Background: an optimization exercise with open tools, aiming at a short achievable clock period and few clock cycles per item. Do not read the settings as production practice. Function was checked by simulation only, so behaviour that the tests miss may differ from the original. Power is estimated from default activity; no workload was simulated.

==> trial 17: inputs <==
## galley_decoder
module galley_decoder (
    input  wire        clk,
    input  wire        rst,
    input  wire        start,
    input  wire [1:0]  exp_ratio,
    input  wire [12:0] exp_len,
    output wire        busy,
    input  wire        in_valid,
    input  wire [31:0] in_data,
    output wire        in_ready,
    output wire        wr_en,
    output wire [11:0] wr_addr,
    output wire [7:0]  wr_data,
    output wire        rd_en,
    output wire [11:0] rd_addr,
    input  wire [7:0]  rd_data,
    output reg         done,
    output reg         ok,
    output reg  [2:0]  fail_check,
    output reg  [12:0] len_out
);
export LEC_CHECK = 0
export CAP_MARGIN = 20
export CORE_MARGIN = 2
export CORE_UTILIZATION = 40
export PLACE_DENSITY = 0.6
export SETUP_SLACK_MARGIN = 5
export SLEW_MARGIN = 20
export TNS_END_PERCENT = 100
create_clock -name core_clock -period 8.0 [get_ports {clk}]
run.sh (not shown) runs the stock make flow with config.mk's settings and CLKGATE_MAP_FILE= SYNTH_SCRIPT=/design/flow/synth_recipe.tcl, a recipe that flattens the netlist after the stock synthesis.
==> inputs of build 68, as changes to trial 17 <==
--- a/flow/design.v
+++ b/flow/design.v
@@ -57,33 +57,34 @@
     wire st_drain = pstate[6];
     wire st_fin   = pstate[7];
     reg        in_ready_r;
     reg        more;              
     reg [9:0]  wcnt;
     reg        ir_v;
     reg        ir_trl;
-    reg        ir_zero;
+    reg        ir_push;           
     reg [31:0] ir_w;
     assign in_ready = in_ready_r;
     reg        rdy;               
     wire take_in = in_valid && rdy;
     wire wlast   = (wcnt == nw_m1);
     reg [33:0]  fmem [0:F-1];
     reg [F-1:0] ft;               
     wire        f_ne = ft[0];
     reg [9:0]   zacc;             
+    reg         zacc_nz;          
     reg [9:0]   zmem [0:3];
     reg [1:0]   zwp, zrp;
     reg [2:0]   zcnt;
-    wire fpush = ir_v && (!ir_zero || ir_trl);
+    wire fpush = ir_push;         
     wire [33:0] fhead = fmem[0];
     reg [33:0] pf0, pf1;
     reg [1:0]  pf_cnt;
     integer fi;
-    wire zpush = fpush && (zacc != 10'd0);
+    wire zpush = fpush && zacc_nz;
     reg        h_v;
     reg        h_trl;
     reg        h_zcnz;
     reg [9:0]  h_zc;
     reg [31:0] h_w;
     wire        h_wavail = h_v && (h_zcnz || !h_trl);
     reg  [31:0] h_word;           
@@ -197,28 +198,32 @@
     wire a_item  = a_tokgo || a_lb || a_bad;
     wire qc3 = a_tokgo && t_long;
     wire qc2 = a_tokgo && !t_long;
     wire qc1 = a_lb;
     wire qload = (st_chk || st_run) && !qv[4] && h_wavail;
     reg [7:0]  vq [0:11];
     reg [11:0] vv;
+    reg [4:0]  qn;                
     integer a, b;
     always @(*) begin
+        qn[0] = !qv[0];
+        for (b = 1; b < 5; b = b + 1)
+            qn[b] = qv[b - 1] && !qv[b];
         for (a = 0; a < 12; a = a + 1) begin
-            vq[a] = (a < 8) ? q[a % 8] : 8'd0;
+            vq[a] = (a < 8) ? (q[a % 8] & {8{qv[a % 8]}}) : 8'd0;
             if (a < 8)
                 vv[a] = qv[a] || (qload && (a < 4 || qv[(a + 4) % 8]));
             else
                 vv[a] = qload && qv[(a + 4) % 8];
-            for (b = 0; b < 5; b = b + 1) begin
-                if (a >= b && a < b + 4 && (b == 0 ? !qv[0] : (qv[(b + 7) % 8] && (b == 8 || !qv[b % 8]))))
-                    vq[a] = h_word[8*((a - b) % 4) +: 8];
-            end
+            for (b = 0; b < 5; b = b + 1)
+                if (a >= b && a < b + 4)
+                    vq[a] = vq[a] | (h_word[8*((a - b) % 4) +: 8] & {8{qn[b]}});
         end
     end
+    wire qc0 = !(qc1 || qc2 || qc3);
     wire b_go  = b_v && !b_end && !c_full;
     wire b_pad = b_v && b_end;
     wire b_lit_fail = (b_rem < {4'd0, b_size}) || ({4'd0, b_n} > rlen);
     wire b_m_fail   = (b_dm1 >= pout) || ({4'd0, b_n} > rlen);
     wire b_fail = b_go && ((b_kind == K_LITHEAD) ? b_lit_fail :
                            (b_kind == K_MATCH)   ? b_m_fail :
                            (b_kind == K_BAD));
@@ -265,24 +270,23 @@
         w_d        <= w_sel;
         rd_en_r    <= !rst && !halt && (s_act || (c_avail && ch[23]));
         rd_addr_r  <= s_act ? s_src : ch[11:0];
     end
     integer k;
     always @(posedge clk) begin
         ir_w    <= in_data;
-        ir_zero <= (in_data == 32'd0);
         ir_trl  <= wlast;
         for (fi = 0; fi < F; fi = fi + 1) begin
             if (fpop) begin
                 if (fpush && ft[fi] && (fi == F - 1 || !ft[(fi + 1) % F]))
-                    fmem[fi] <= {ir_trl, (zacc != 10'd0), ir_w};
+                    fmem[fi] <= {ir_trl, zacc_nz, ir_w};
                 else if (fi < F - 1)
                     fmem[fi] <= fmem[(fi + 1) % F];
             end else if (fpush && !ft[fi] && (fi == 0 || ft[(fi + F - 1) % F])) begin
-                fmem[fi] <= {ir_trl, (zacc != 10'd0), ir_w};
+                fmem[fi] <= {ir_trl, zacc_nz, ir_w};
             end
         end
         if (zpush)
             zmem[zwp] <= zacc;
         if (fpop && !h_load) begin
             if (pf_cnt == 2'd0)
                 pf0 <= fhead;
@@ -305,15 +309,16 @@
         end else if (!h_pop && w_take && h_zcnz) begin
             h_zc   <= h_zc - 10'd1;
             h_zcnz <= (h_zc != 10'd1);
             if (h_zc == 10'd1)
                 h_word <= h_w;
         end
         for (k = 0; k < 8; k = k + 1)
-            q[k] <= qc3 ? vq[k + 3] : qc2 ? vq[k + 2] : qc1 ? vq[k + 1] : vq[k];
+            q[k] <= (vq[k + 3] & {8{qc3}}) | (vq[k + 2] & {8{qc2}}) |
+                    (vq[k + 1] & {8{qc1}}) | (vq[k] & {8{qc0}});
         if (a_tokgo && t_lit)
             a_litcnt <= q0[6:0];
         if (a_lb)
             a_litcnt <= a_litcnt - 7'd1;
         if (!b_stall) begin
             b_kind <= a_lb ? K_LITBYTE : a_bad ? K_BAD : t_lit ? K_LITHEAD : K_MATCH;
             b_byte <= a_lb ? q0 : q1;
@@ -365,14 +370,16 @@
     always @(posedge clk) begin
         if (rst) begin
             pstate     <= P_IDLE;
             more       <= 1'b0;
             ir_v       <= 1'b0;
             ft         <= {F{1'b0}};
             zacc       <= 10'd0;
+            zacc_nz    <= 1'b0;
+            ir_push    <= 1'b0;
             zcnt       <= 3'd0;
             zwp        <= 2'd0;
             zrp        <= 2'd0;
             pf_cnt     <= 2'd0;
             h_v        <= 1'b0;
             qv         <= 8'd0;
             b_v        <= 1'b0;
@@ -382,20 +389,22 @@
             halt       <= 1'b0;
             s_act      <= 1'b0;
             r_v        <= 1'b0;
             m_v        <= 1'b0;
             lv         <= 1'b0;
         end else begin
             ir_v    <= take_in;
+            ir_push <= take_in && ((in_data != 32'd0) || wlast);
             if (take_in) begin
                 wcnt    <= wcnt + 10'd1;
                 if (wlast)
                     more <= 1'b0;
             end
             if (ir_v) begin
+                zacc_nz <= !fpush;
                 if (fpush) begin
                     zacc <= 10'd0;
                 end else begin
                     zacc <= zacc + 10'd1;
                 end
             end
             if (zpush)
@@ -416,20 +425,19 @@
                 if (pf0[32])
                     zrp <= zrp + 2'd1;
                 h_v <= 1'b1;
             end else if (h_pop) begin
                 h_v <= 1'b0;
             end
             for (k = 0; k < 8; k = k + 1) begin
-                qv[k] <= qc3 ? vv[k + 3] : qc2 ? vv[k + 2] : qc1 ? vv[k + 1] : vv[k];
+                qv[k] <= (vv[k + 3] && qc3) || (vv[k + 2] && qc2) ||
+                         (vv[k + 1] && qc1) || (vv[k] && qc0);
             end
-            if (a_tokgo && t_lit)
-                a_lit <= (q0[6:0] != 7'd0);
-            if (a_lb && a_litcnt == 7'd1)
-                a_lit <= 1'b0;
+            a_lit <= (a_lit && !(a_lb && a_litcnt == 7'd1)) ||
+                     (!a_lit && a_tokgo && t_lit && (q0[6:0] != 7'd0));
             if (a_bad)
                 a_stop <= 1'b1;
             if (!b_stall)
                 b_v    <= a_item;
             if (b_adv) begin
                 rz    <= (rlen == {4'd0, b_n});
                 b_rem <= b_rem - {4'd0, b_size};
==> inputs of trial 8, as changes to trial 17 <==
--- a/flow/design.v
+++ b/flow/design.v
@@ -15,16 +15,15 @@
     output wire [11:0] rd_addr,
     input  wire [7:0]  rd_data,
     output reg         done,
     output reg         ok,
     output reg  [2:0]  fail_check,
     output reg  [12:0] len_out
 );
-    localparam LF = 6;                
-    localparam F  = 1 << LF;
+    localparam F  = 80;                
     localparam [7:0] P_IDLE  = 8'b00000001,
                      P_HDR0  = 8'b00000010,
                      P_HDR1  = 8'b00000100,
                      P_CHK   = 8'b00001000,
                      P_RUN   = 8'b00010000,
                      P_PAD   = 8'b00100000,
                      P_DRAIN = 8'b01000000,
@@ -57,33 +56,34 @@
     wire st_drain = pstate[6];
     wire st_fin   = pstate[7];
     reg        in_ready_r;
     reg        more;              
     reg [9:0]  wcnt;
     reg        ir_v;
     reg        ir_trl;
-    reg        ir_zero;
+    reg        ir_push;           
     reg [31:0] ir_w;
     assign in_ready = in_ready_r;
     reg        rdy;               
     wire take_in = in_valid && rdy;
     wire wlast   = (wcnt == nw_m1);
     reg [33:0]  fmem [0:F-1];
     reg [F-1:0] ft;               
     wire        f_ne = ft[0];
     reg [9:0]   zacc;             
+    reg         zacc_nz;          
     reg [9:0]   zmem [0:3];
     reg [1:0]   zwp, zrp;
     reg [2:0]   zcnt;
-    wire fpush = ir_v && (!ir_zero || ir_trl);
+    wire fpush = ir_push;         
     wire [33:0] fhead = fmem[0];
     reg [33:0] pf0, pf1;
     reg [1:0]  pf_cnt;
     integer fi;
-    wire zpush = fpush && (zacc != 10'd0);
+    wire zpush = fpush && zacc_nz;
     reg        h_v;
     reg        h_trl;
     reg        h_zcnz;
     reg [9:0]  h_zc;
     reg [31:0] h_w;
     wire        h_wavail = h_v && (h_zcnz || !h_trl);
     reg  [31:0] h_word;           
@@ -197,28 +197,32 @@
     wire a_item  = a_tokgo || a_lb || a_bad;
     wire qc3 = a_tokgo && t_long;
     wire qc2 = a_tokgo && !t_long;
     wire qc1 = a_lb;
     wire qload = (st_chk || st_run) && !qv[4] && h_wavail;
     reg [7:0]  vq [0:11];
     reg [11:0] vv;
+    reg [4:0]  qn;                
     integer a, b;
     always @(*) begin
+        qn[0] = !qv[0];
+        for (b = 1; b < 5; b = b + 1)
+            qn[b] = qv[b - 1] && !qv[b];
         for (a = 0; a < 12; a = a + 1) begin
-            vq[a] = (a < 8) ? q[a % 8] : 8'd0;
+            vq[a] = (a < 8) ? (q[a % 8] & {8{qv[a % 8]}}) : 8'd0;
             if (a < 8)
                 vv[a] = qv[a] || (qload && (a < 4 || qv[(a + 4) % 8]));
             else
                 vv[a] = qload && qv[(a + 4) % 8];
-            for (b = 0; b < 5; b = b + 1) begin
-                if (a >= b && a < b + 4 && (b == 0 ? !qv[0] : (qv[(b + 7) % 8] && (b == 8 || !qv[b % 8]))))
-                    vq[a] = h_word[8*((a - b) % 4) +: 8];
-            end
+            for (b = 0; b < 5; b = b + 1)
+                if (a >= b && a < b + 4)
+                    vq[a] = vq[a] | (h_word[8*((a - b) % 4) +: 8] & {8{qn[b]}});
         end
     end
+    wire qc0 = !(qc1 || qc2 || qc3);
     wire b_go  = b_v && !b_end && !c_full;
     wire b_pad = b_v && b_end;
     wire b_lit_fail = (b_rem < {4'd0, b_size}) || ({4'd0, b_n} > rlen);
     wire b_m_fail   = (b_dm1 >= pout) || ({4'd0, b_n} > rlen);
     wire b_fail = b_go && ((b_kind == K_LITHEAD) ? b_lit_fail :
                            (b_kind == K_MATCH)   ? b_m_fail :
                            (b_kind == K_BAD));
@@ -265,24 +269,23 @@
         w_d        <= w_sel;
         rd_en_r    <= !rst && !halt && (s_act || (c_avail && ch[23]));
         rd_addr_r  <= s_act ? s_src : ch[11:0];
     end
     integer k;
     always @(posedge clk) begin
         ir_w    <= in_data;
-        ir_zero <= (in_data == 32'd0);
         ir_trl  <= wlast;
         for (fi = 0; fi < F; fi = fi + 1) begin
             if (fpop) begin
                 if (fpush && ft[fi] && (fi == F - 1 || !ft[(fi + 1) % F]))
-                    fmem[fi] <= {ir_trl, (zacc != 10'd0), ir_w};
+                    fmem[fi] <= {ir_trl, zacc_nz, ir_w};
                 else if (fi < F - 1)
                     fmem[fi] <= fmem[(fi + 1) % F];
             end else if (fpush && !ft[fi] && (fi == 0 || ft[(fi + F - 1) % F])) begin
-                fmem[fi] <= {ir_trl, (zacc != 10'd0), ir_w};
+                fmem[fi] <= {ir_trl, zacc_nz, ir_w};
             end
         end
         if (zpush)
             zmem[zwp] <= zacc;
         if (fpop && !h_load) begin
             if (pf_cnt == 2'd0)
                 pf0 <= fhead;
@@ -305,15 +308,16 @@
         end else if (!h_pop && w_take && h_zcnz) begin
             h_zc   <= h_zc - 10'd1;
             h_zcnz <= (h_zc != 10'd1);
             if (h_zc == 10'd1)
                 h_word <= h_w;
         end
         for (k = 0; k < 8; k = k + 1)
-            q[k] <= qc3 ? vq[k + 3] : qc2 ? vq[k + 2] : qc1 ? vq[k + 1] : vq[k];
+            q[k] <= (vq[k + 3] & {8{qc3}}) | (vq[k + 2] & {8{qc2}}) |
+                    (vq[k + 1] & {8{qc1}}) | (vq[k] & {8{qc0}});
         if (a_tokgo && t_lit)
             a_litcnt <= q0[6:0];
         if (a_lb)
             a_litcnt <= a_litcnt - 7'd1;
         if (!b_stall) begin
             b_kind <= a_lb ? K_LITBYTE : a_bad ? K_BAD : t_lit ? K_LITHEAD : K_MATCH;
             b_byte <= a_lb ? q0 : q1;
@@ -365,14 +369,16 @@
     always @(posedge clk) begin
         if (rst) begin
             pstate     <= P_IDLE;
             more       <= 1'b0;
             ir_v       <= 1'b0;
             ft         <= {F{1'b0}};
             zacc       <= 10'd0;
+            zacc_nz    <= 1'b0;
+            ir_push    <= 1'b0;
             zcnt       <= 3'd0;
             zwp        <= 2'd0;
             zrp        <= 2'd0;
             pf_cnt     <= 2'd0;
             h_v        <= 1'b0;
             qv         <= 8'd0;
             b_v        <= 1'b0;
@@ -382,20 +388,22 @@
             halt       <= 1'b0;
             s_act      <= 1'b0;
             r_v        <= 1'b0;
             m_v        <= 1'b0;
             lv         <= 1'b0;
         end else begin
             ir_v    <= take_in;
+            ir_push <= take_in && ((in_data != 32'd0) || wlast);
             if (take_in) begin
                 wcnt    <= wcnt + 10'd1;
                 if (wlast)
                     more <= 1'b0;
             end
             if (ir_v) begin
+                zacc_nz <= !fpush;
                 if (fpush) begin
                     zacc <= 10'd0;
                 end else begin
                     zacc <= zacc + 10'd1;
                 end
             end
             if (zpush)
@@ -416,20 +424,19 @@
                 if (pf0[32])
                     zrp <= zrp + 2'd1;
                 h_v <= 1'b1;
             end else if (h_pop) begin
                 h_v <= 1'b0;
             end
             for (k = 0; k < 8; k = k + 1) begin
-                qv[k] <= qc3 ? vv[k + 3] : qc2 ? vv[k + 2] : qc1 ? vv[k + 1] : vv[k];
+                qv[k] <= (vv[k + 3] && qc3) || (vv[k + 2] && qc2) ||
+                         (vv[k + 1] && qc1) || (vv[k] && qc0);
             end
-            if (a_tokgo && t_lit)
-                a_lit <= (q0[6:0] != 7'd0);
-            if (a_lb && a_litcnt == 7'd1)
-                a_lit <= 1'b0;
+            a_lit <= (a_lit && !(a_lb && a_litcnt == 7'd1)) ||
+                     (!a_lit && a_tokgo && t_lit && (q0[6:0] != 7'd0));
             if (a_bad)
                 a_stop <= 1'b1;
             if (!b_stall)
                 b_v    <= a_item;
             if (b_adv) begin
                 rz    <= (rlen == {4'd0, b_n});
                 b_rem <= b_rem - {4'd0, b_size};
==> inputs of trial 66, as changes to trial 17 <==
--- a/flow/design.v
+++ b/flow/design.v
@@ -82,15 +82,15 @@
     wire zpush = fpush && (zacc != 10'd0);
     reg        h_v;
     reg        h_trl;
     reg        h_zcnz;
     reg [9:0]  h_zc;
     reg [31:0] h_w;
     wire        h_wavail = h_v && (h_zcnz || !h_trl);
-    reg  [31:0] h_word;           
+    wire [31:0] h_word   = h_zcnz ? 32'd0 : h_w;
     reg [7:0] q [0:7];
     reg [7:0] qv;
     reg [31:0] hw0, hw1;
     reg [12:0] len;
     reg        a_lit;             
     reg [6:0]  a_litcnt;          
     reg        a_stop;
@@ -296,21 +296,18 @@
             end else begin
                 pf0 <= pf1;
                 pf1 <= fhead;
             end
         end
         if (h_load) begin
             {h_trl, h_zcnz, h_w} <= pf0;
-            h_word <= pf0[32] ? 32'd0 : pf0[31:0];
             h_zc <= zmem[zrp];
         end else if (!h_pop && w_take && h_zcnz) begin
             h_zc   <= h_zc - 10'd1;
             h_zcnz <= (h_zc != 10'd1);
-            if (h_zc == 10'd1)
-                h_word <= h_w;
         end
         for (k = 0; k < 8; k = k + 1)
             q[k] <= qc3 ? vq[k + 3] : qc2 ? vq[k + 2] : qc1 ? vq[k + 1] : vq[k];
         if (a_tokgo && t_lit)
             a_litcnt <= q0[6:0];
         if (a_lb)
             a_litcnt <= a_litcnt - 7'd1;
==> comparison <==
- Non-clock buffer count, lowest first: build 68, trial 66, trial 17, trial 8.
- The highest utilization belongs to trial 8, the lowest to trial 66.
- In trial 8 the sequential power is larger than in build 68, by 16%.
- Die area: build 68 is smaller than trial 8 (15%).
- Of trial 66 and trial 8, trial 8 has the higher clock power (gap 15%, measured against trial 8).
==> figures <==
| quantity | build 68 | trial 17 | trial 66 | trial 8 |
|---|---|---|---|---|
| Area of all sequential standard cells | 0.09018 mm2 | 0.09026 mm2 | 0.08928 mm2 | 0.1069 mm2 |
| Number of sinks handled by clock tree synthesis | 3108 | 3107 | 3075 | 3668 |
| Num tapcells | 4346 | 4366 | 4346 | 5175 |
| Outcome | complete, no violations | complete, no violations | complete, no violations | complete, no violations |
| Met3 track demand over resource | 2.358% | 2.137% | 2.156% | 2.327% |
| Max Used Layer | met4 | met4 | met4 | met5 |
| Routed WL per cell | 23.39 um | 23.92 um | 22.97 um | 24.16 um |
| Post-layout util | 45.32% | 45.26% | 45.12% | 45.36% |
| Placed cells | 12250 | 12430 | 12340 | 14320 |
| Insertion delay to the later sink of the worst-skew pair | 0.92 ns | 0.94 ns | 0.93 ns | 0.98 ns |
| DR iter-0 viols | 5905 | 6005 | 5635 | 7438 |
| Total standard cell area after synthesis | 0.1318 mm2 | 0.1333 mm2 | 0.1320 mm2 | 0.1555 mm2 |
Testbench counts of trial 17, summed over its fixed seeds: cycles 276,464, galleys 72.
Testbench counts of build 68, summed over its fixed seeds: cycles 276,464, galleys 72.
Testbench counts of trial 8, summed over its fixed seeds: cycles 275,987, galleys 72.
Testbench counts of trial 66, summed over its fixed seeds: cycles 276,464, galleys 72.

## re-timing with driven ports
Ports are ideal in the flow. The routed layouts listed here were re-timed in OpenROAD. Step 1 assumes that a clkbuf_16 drives the clock port and a buf_2 every other input. Step 2 adds t to the input delays and takes it off the output delays; t is the mean of the earliest and latest rising clock arrival at the registers after step 1. Input paths then give back, and output paths get back, about the clock's delay inside the block. Slacks: ideal ports / drivers / drivers and shift; pairs: ideal ports / drivers.
run | t (ns) | slack for setup (ns) | worst setup path at the end | slew at the worst register clock pin (ns) | worst slew at a driven data input, ns
trial 17 | 1.006 | 5.043 / 4.937 / 4.200 | input to register | 0.07 / 0.07 | 0.04
build 68 | 0.983 | 5.073 / 4.977 / 4.169 | input to register | 0.07 / 0.07 | 0.08
trial 8 | 1.032 | 4.970 / 4.869 / 4.428 | input to register | 0.07 / 0.07 | 0.05
trial 66 | 0.978 | 5.044 / 4.946 / 4.287 | input to register | 0.07 / 0.07 | 0.05
After both steps setup and hold are still met in every run listed. For build 68, which loses most, drivers alone change the setup slack by -0.096 ns; drivers and shift together by -0.904 ns.
